This design comes from an exercise in tuning for small area, a short achievable clock period and few clock cycles on the open sky130 flow, not from production work.
Only simulation tests tie the RTL to the original design; equivalence was not proved.
Power figures rest on the tool's default switching activity, not on a simulated workload.

Design mcv_cal, start of the top module:
module mcv_cal (
    input  wire        clk,
    input  wire        rst,
    input  wire        s_valid,
    output wire        s_ready,
    input  wire [1:0]  s_op,       
    input  wire [2:0]  s_conv,
    input  wire [27:0] s_data,
    output reg         o_valid,
    output reg         o_kind,     
    output reg  [2:0]  o_conv,
    output reg  [11:0] o_raw,
    output reg         o_clamp,
    output reg         o_ok,
    output reg  [15:0] o_gain,
    output reg  [11:0] o_offset
);
    localparam OP_MEAS    = 2'd0;
    localparam OP_CAL     = 2'd1;
    localparam OP_RESTART = 2'd2;
    localparam OP_LOAD    = 2'd3;
    integer i;
    reg        busy;             
    reg        rdy;              
    assign s_ready = rdy;
    reg [11:0] cal_off  [0:7];
    reg [15:0] cal_gain [0:7];
    reg [5:0]  cal_cnt  [0:7];
    reg [16:0] sum_lo   [0:7];
    reg [16:0] sum_hi   [0:7];
    reg [7:0]  ld;
    reg [7:0]  em;
    reg [7:0]  hv;
    reg [7:0]  lt;
    reg [7:0]  ld_nx, em_nx, hv_nx, lt_nx;      
    reg        a_v;
    reg [1:0]  a_op;
    reg [2:0]  a_conv;
    reg [27:0] a_data;
    reg [7:0]  a_sc;             
    reg [7:0]  a_sx;             
    reg [7:0]  a_sm;             
    reg        a_md;             
    reg [7:0]  a_gc;             
    reg [7:0]  a_gh;             
    wire [7:0] s_dec  = 8'd1 << s_conv;
    wire       s_take = s_valid & rdy;
    wire       s_meas = s_op == OP_MEAS;
    wire       s_cal  = s_op == OP_CAL;
    wire       s_last = s_take & s_cal & |(s_dec & lt_nx);
    always @(posedge clk) begin
        a_v    <= s_take & ~rst;
        a_op   <= s_op;
  ...
For scale: ~3400 cells after synthesis, ~880 flip-flops, about 42000 µm² of cells after synthesis.
Settings: LEC_CHECK=0, CAP_MARGIN=20, CORE_MARGIN=2, CORE_UTILIZATION=40, SLEW_MARGIN=20; clock period 12.0 ns.
standard.sh (not shown) runs the stock make flow with config.mk's settings and CLKGATE_MAP_FILE= SYNTH_SCRIPT=/design/flow/synth_recipe.tcl, a recipe that flattens the netlist after the stock synthesis.
==> flow/flow/run.sh <==
#!/bin/bash
# The standard layout (standard.sh: the standard synthesis and the ORFS
# steps with the standard flow's config.mk and constraint.sdc, unchanged), with two
# changes to how ORFS builds it:
# - repair_timing is asked to leave more setup slack than the default, so
#   that it also shortens paths that already meet the design's clock period;
# - the buffers that ORFS puts on every input and output port are buf_4
#   cells instead of the slow delay cells it picks by default.
set -euo pipefail
bash standard.sh SETUP_SLACK_MARGIN=8 \
    "BUFFER_PORTS_ARGS=-buffer_cell sky130_fd_sc_hd__buf_4" finish > run_make.log 2>&1
The first run went through all stages and came out clean.
Testbench counts at the start, summed over its fixed seeds: cycles 19,150.
Change:
--- a/flow/flow/run.sh
+++ b/flow/flow/run.sh
@@ -8,4 +8,4 @@
 #   cells instead of the slow delay cells it picks by default.
 set -euo pipefail
-bash standard.sh SETUP_SLACK_MARGIN=8 \
+bash standard.sh SETUP_SLACK_MARGIN=8.5 \
     "BUFFER_PORTS_ARGS=-buffer_cell sky130_fd_sc_hd__buf_4" finish > run_make.log 2>&1
CORE_UTILIZATION = 60   (was 40)
The new run finished clean.
Count of clock-buffer cells in the layout grows by 8.
Register-to-register slack gains 230 ps.
Fmax grows by 7.8%.
Worst setup slack gains 280 ps.
Final area grows by 2.2%.
First-iteration DRC count grows by 3.0%.
Via count grows by 4.4%.
Critical path depth does not change.
Synthesized area is unchanged.
Die area shrinks by 33%.
Total power shrinks by 5.4%.
Change:
--- a/flow/flow/run.sh
+++ b/flow/flow/run.sh
@@ -8,4 +8,4 @@
 #   cells instead of the slow delay cells it picks by default.
 set -euo pipefail
-bash standard.sh SETUP_SLACK_MARGIN=8.5 \
+bash standard.sh SETUP_SLACK_MARGIN=8.8 \
     "BUFFER_PORTS_ARGS=-buffer_cell sky130_fd_sc_hd__buf_4" finish > run_make.log 2>&1
CORE_UTILIZATION = 40   (was 60)
- The new run went through all stages and came out clean
- setup slack degrades by 44 ps
- sequential cell count does not change
- global-route usage goes down by 10 points
- design area goes up by a few percent
- cell count goes up by roughly a tenth
- non-clock buffer count goes up by 46
- total power goes up by a few percent
- synthesized area is unchanged
- combinational power goes up by a few percent

---

red:
Another version of the RTL of mcv_cal (not shown whole).
Size in the first run: roughly 810 flip-flops, ~84 I/O pins.
Settings: LEC_CHECK=0, CAP_MARGIN=20, CORE_MARGIN=2, CORE_UTILIZATION=40, SLEW_MARGIN=20; clock period 12.0 ns.
run.sh (not shown) runs the stock make flow with config.mk's settings and CLKGATE_MAP_FILE= SYNTH_SCRIPT=/design/flow/synth_recipe.tcl, a recipe that flattens the netlist after the stock synthesis.
Stock flow here: none of the scripts above is used.
Testbench counts of red, summed over its fixed seeds: cycles 19,150.
What blue does differently from red at the input level:
==> flow/flow/run.sh (new file) <==
#!/bin/bash
# The standard layout (standard.sh: the standard synthesis and the ORFS
# steps with the standard flow's config.mk and constraint.sdc, unchanged), with ORFS's
# repair_timing asked to leave more setup slack than the default, so that it
# also shortens paths that already meet the design's clock period.
set -euo pipefail
MARGIN=${MARGIN:-9}
bash standard.sh SETUP_SLACK_MARGIN=$MARGIN finish > run_make.log 2>&1
==> flow/standard.sh (new file) <==
#!/bin/bash
# synth_recipe.tcl (not shown) runs the flow's synth.tcl, then flattens the netlist and writes it again
# the make line also repeats each setting of config.mk as NAME=value (left out here)
make -C /OpenROAD-flow-scripts/flow DESIGN_CONFIG=/design/flow/config.mk WORK_HOME=/design/flow/orfs CLKGATE_MAP_FILE= SYNTH_SCRIPT=/design/flow/synth_recipe.tcl "${@:-finish}"
removed: flow/run.sh
--- outcome ---
- Sort blue and red by arrival time of data at the critical path endpoint asc -> top: blue
- Against red, first-iteration DRC count in blue came out worse.
- The standard cells in blue occupy more silicon area than those in red do.
- On count of placed standard cells including taps, blue and red are basically level.
- red → blue: fraction of power spent switching nets went up by 0.42 points, number of inserted diodes went down by 1, global-route usage went up by 2.4 points.
- blue ends up with higher clock-buffer cell count than red does.
- Looking at launch point of the critical path, the a_sc[4] result is from red; the a_sc[7] one comes from blue.
- Via count: blue > red
- There was hardly any difference in hold slack between red and blue.

---

mcv_cal, a different RTL version from the one above (not shown whole).
Size: ~3300 cells after synthesis, about 84 I/O pins.
Settings: LEC_CHECK=0, CAP_MARGIN=20, CORE_MARGIN=2, CORE_UTILIZATION=40, SLEW_MARGIN=20; clock period 12.0 ns.
Stock flow here: none of the scripts above is used.
The first run ran to the end with no violations.
Testbench counts at the start, summed over its fixed seeds: cycles 19,150.
Next try:
==> flow/flow/run.sh (new file) <==
#!/bin/bash
# The standard layout (standard.sh: the standard synthesis and the ORFS
# steps with the standard flow's config.mk and constraint.sdc, unchanged), with two
# changes to how ORFS builds it:
# - repair_timing is asked to leave more setup slack than the default, so
#   that it also shortens paths that already meet the design's clock period;
# - the buffers that ORFS puts on every input and output port are buf_4
#   cells instead of the slow delay cells it picks by default.
set -euo pipefail
bash standard.sh SETUP_SLACK_MARGIN=8.5 \
    "BUFFER_PORTS_ARGS=-buffer_cell sky130_fd_sc_hd__buf_4" finish > run_make.log 2>&1
==> flow/standard.sh (new file) <==
#!/bin/bash
# synth_recipe.tcl (not shown) runs the flow's synth.tcl, then flattens the netlist and writes it again
# the make line also repeats each setting of config.mk as NAME=value (left out here)
make -C /OpenROAD-flow-scripts/flow DESIGN_CONFIG=/design/flow/config.mk WORK_HOME=/design/flow/orfs CLKGATE_MAP_FILE= SYNTH_SCRIPT=/design/flow/synth_recipe.tcl "${@:-finish}"
removed: flow/run.sh
After rerunning: The changed run passed the timing, DRC and antenna checks. Die area does not change. Routed wire length came out higher by 6.6%. Worst hold slack got worse by 0.0037 ns. Count of clock-buffer cells in the layout came out higher by 2. Final cell count came out higher by 2.5%. Power came out higher by 1.2%. Via count came out higher by 2.6%. Clock skew came out higher by 0.0045 ns. Maximum frequency came out higher by 29%. Global-route usage came out higher by 1.0 points.
Next try:
--- a/flow/flow/run.sh
+++ b/flow/flow/run.sh
@@ -9,3 +9,3 @@
 set -euo pipefail
-bash standard.sh SETUP_SLACK_MARGIN=8.5 \
+bash standard.sh SETUP_SLACK_MARGIN=8.4 \
     "BUFFER_PORTS_ARGS=-buffer_cell sky130_fd_sc_hd__buf_4" finish > run_make.log 2>&1
- CTS_CLUSTER_SIZE: unset -> 25
=>
- routed wire length goes down by about 3.6%
- maximum frequency hardly moves
- clock skew barely changes
- cell area goes down by 2.2%
- worst setup slack gains 0.0083 ns
- flip-flop and latch count does not change
- first-iteration DRC count goes up by 6.8%
- count of clock-buffer cells in the layout goes down by 20

---

## lane 1
mcv_cal, a different RTL version from the one above (not shown whole).
Size: about 860 flip-flops, about 84 I/O pins, roughly 0.041 sq mm of cells after synthesis.
==> flow/config.mk <==
export PLATFORM = sky130hd
export DESIGN_NAME = mcv_cal
export DESIGN_NICKNAME = mcv_cal
export VERILOG_FILES = /design/flow/design.v
export SDC_FILE = /design/flow/constraint.sdc
export NUM_CORES = 4
export LEC_CHECK = 0
export CAP_MARGIN = 20
export CORE_MARGIN = 2
export CORE_UTILIZATION = 40
export CTS_BUF_LIST = sky130_fd_sc_hd__clkbuf_8
export SLEW_MARGIN = 20
==> flow/constraint.sdc <==
create_clock -name core_clock -period 12.0 [get_ports {clk}]
set_input_delay 2.4000 -clock core_clock [delete_from_list [all_inputs] [get_ports {clk}]]
set_output_delay 2.4000 -clock core_clock [all_outputs]
set_load 0.01 [all_outputs]
standard.sh (not shown) runs the stock make flow with config.mk's settings and CLKGATE_MAP_FILE= SYNTH_SCRIPT=/design/flow/synth_recipe.tcl, a recipe that flattens the netlist after the stock synthesis.
==> flow/flow/run.sh <==
#!/bin/bash
# The standard layout (standard.sh: the standard synthesis and the ORFS
# steps with the standard flow's config.mk and constraint.sdc, unchanged), with two
# changes to how ORFS builds it:
# - repair_timing is asked to leave more setup slack than the default, so
#   that it also shortens paths that already meet the design's clock period;
# - the buffers that ORFS puts on every input and output port are buf_4
#   cells instead of the slow delay cells it picks by default.
set -euo pipefail
bash standard.sh SETUP_SLACK_MARGIN=8.5 \
    "BUFFER_PORTS_ARGS=-buffer_cell sky130_fd_sc_hd__buf_4" finish > run_make.log 2>&1
Testbench counts of lane 1, summed over its fixed seeds: cycles 19,150.
Inputs modified between lane 1 and lane 2:
- a deleted CTS_BUF_LIST that had been sky130_fd_sc_hd__clkbuf_8
diff --git a/flow/flow/run.sh b/flow/flow/run.sh
--- a/flow/flow/run.sh
+++ b/flow/flow/run.sh
@@ -10 +10 @@
-bash standard.sh SETUP_SLACK_MARGIN=8.5 \
+bash standard.sh SETUP_SLACK_MARGIN=8.4 \
--- outcome ---
- Lane 2 went all the way through synthesis, placement and routing and the layout is clean on timing, DRC and antenna.
- Between lane 1 and lane 2, the period utilization is higher for lane 1.
- Summary of lane 2 over lane 1: number of multi-input logic gates has remained practically unchanged; share of the synthesized area in compound gates (AO/OA/AOI/OAI) has remained practically unchanged.
### lane 2 -> lane 3
diff --git a/flow/flow/run.sh b/flow/flow/run.sh
--- a/flow/flow/run.sh
+++ b/flow/flow/run.sh
@@ -10 +10 @@
-bash standard.sh SETUP_SLACK_MARGIN=8.4 \
+bash standard.sh SETUP_SLACK_MARGIN=8.3 \
Results
Power density of the placed cells ended up 2.7 mW/mm^2 lower on lane 3 than on lane 2. Global-route usage delta (lane 2 -> lane 3): insignificant. Diff lane 2 -> lane 3 | detailed-route wire length | increase of about 0.4%. Diff lane 3 and lane 2: share of the final layout cell area in sequential cells lower in lane 2.
Input-level comparison between lane 4 and lane 3:
==> flow/run.sh (new file) <==
#!/bin/bash
# synth_recipe.tcl (not shown) runs the flow's synth.tcl, then flattens the netlist and writes it again
# the make line also repeats each setting of config.mk as NAME=value (left out here)
make -C /OpenROAD-flow-scripts/flow DESIGN_CONFIG=/design/flow/config.mk WORK_HOME=/design/flow/orfs CLKGATE_MAP_FILE= SYNTH_SCRIPT=/design/flow/synth_recipe.tcl finish
removed: flow/flow/run.sh
removed: flow/standard.sh
### Flow results
Looking at post-layout worst setup margin, lane 4 sits 530 ps lower than lane 3 does. Max freq lane 3 -> lane 4: degraded. Sequential cell power delta (lane 3 -> lane 4): insignificant. Reported for lane 4 and lane 3, flip-flop and latch count turned out identical to the last digit.

-- static timing again, ports no longer ideal --
How much do the figures lean on ideal ports? The routed layouts below were timed once more, with nothing changed but the port constraints. Step 1: set_driving_cell puts a clkbuf_16 on clk and a buf_2 on each other input, an assumption about the parent block. Step 2 adds t to the input delays and takes it off the output delays; t is the mean of the earliest and latest rising clock arrival at the registers after step 1. Input paths then give back, and output paths get back, about the clock's delay inside the block. Three values: ideal ports, drivers, drivers and shift; two values: the first two.
| run | t (ns) | setup WS [ns] | latest minus earliest clock arrival (ns) | slew at the worst register clock pin (ns) | worst data-port slew with drivers (ns) |
|---|---|---|---|---|---|
| the first run of note 1 | 0.746 | 8.184 / 8.117 / 8.028 | 0.053 / 0.054 | 0.07 / 0.07 | 0.04 |
| the second run of note 1 | 0.714 | 8.462 / 8.395 / 8.055 | 0.043 / 0.043 | 0.07 / 0.07 | 0.05 |
| the third run of note 1 | 0.732 | 8.418 / 8.351 / 8.248 | 0.031 / 0.031 | 0.06 / 0.06 | 0.04 |
| red | 0.724 | 7.296 / 7.296 / 7.296 | 0.057 / 0.057 | 0.07 / 0.07 | 0.08 |
| blue | 0.731 | 8.025 / 8.025 / 8.025 | 0.082 / 0.082 | 0.07 / 0.07 | 0.11 |
| the first run of note 3 | 0.727 | 7.365 / 7.411 / 6.684 | 0.036 / 0.036 | 0.07 / 0.07 | 0.06 |
| the second run of note 3 | 0.734 | 8.403 / 8.336 / 7.963 | 0.038 / 0.038 | 0.07 / 0.07 | 0.08 |
| the third run of note 3 | 0.726 | 8.411 / 8.340 / 7.945 | 0.042 / 0.042 | 0.07 / 0.07 | 0.06 |
| lane 1 | 0.872 | 8.302 / 8.236 / 8.263 | 0.072 / 0.072 | 0.07 / 0.07 | 0.05 |
| lane 2 | 0.732 | 8.428 / 8.363 / 8.151 | 0.036 / 0.035 | 0.07 / 0.07 | 0.09 |
| lane 3 | 0.727 | 8.371 / 8.304 / 8.227 | 0.037 / 0.036 | 0.07 / 0.07 | 0.04 |
| lane 4 | 0.720 | 7.845 / 7.836 / 7.649 | 0.109 / 0.109 | 0.07 / 0.07 | 0.05 |
After both steps setup and hold are still met in every run listed. For the first run of note 3, which loses most, drivers alone change the setup slack by +0.046 ns; drivers and shift together by -0.681 ns.
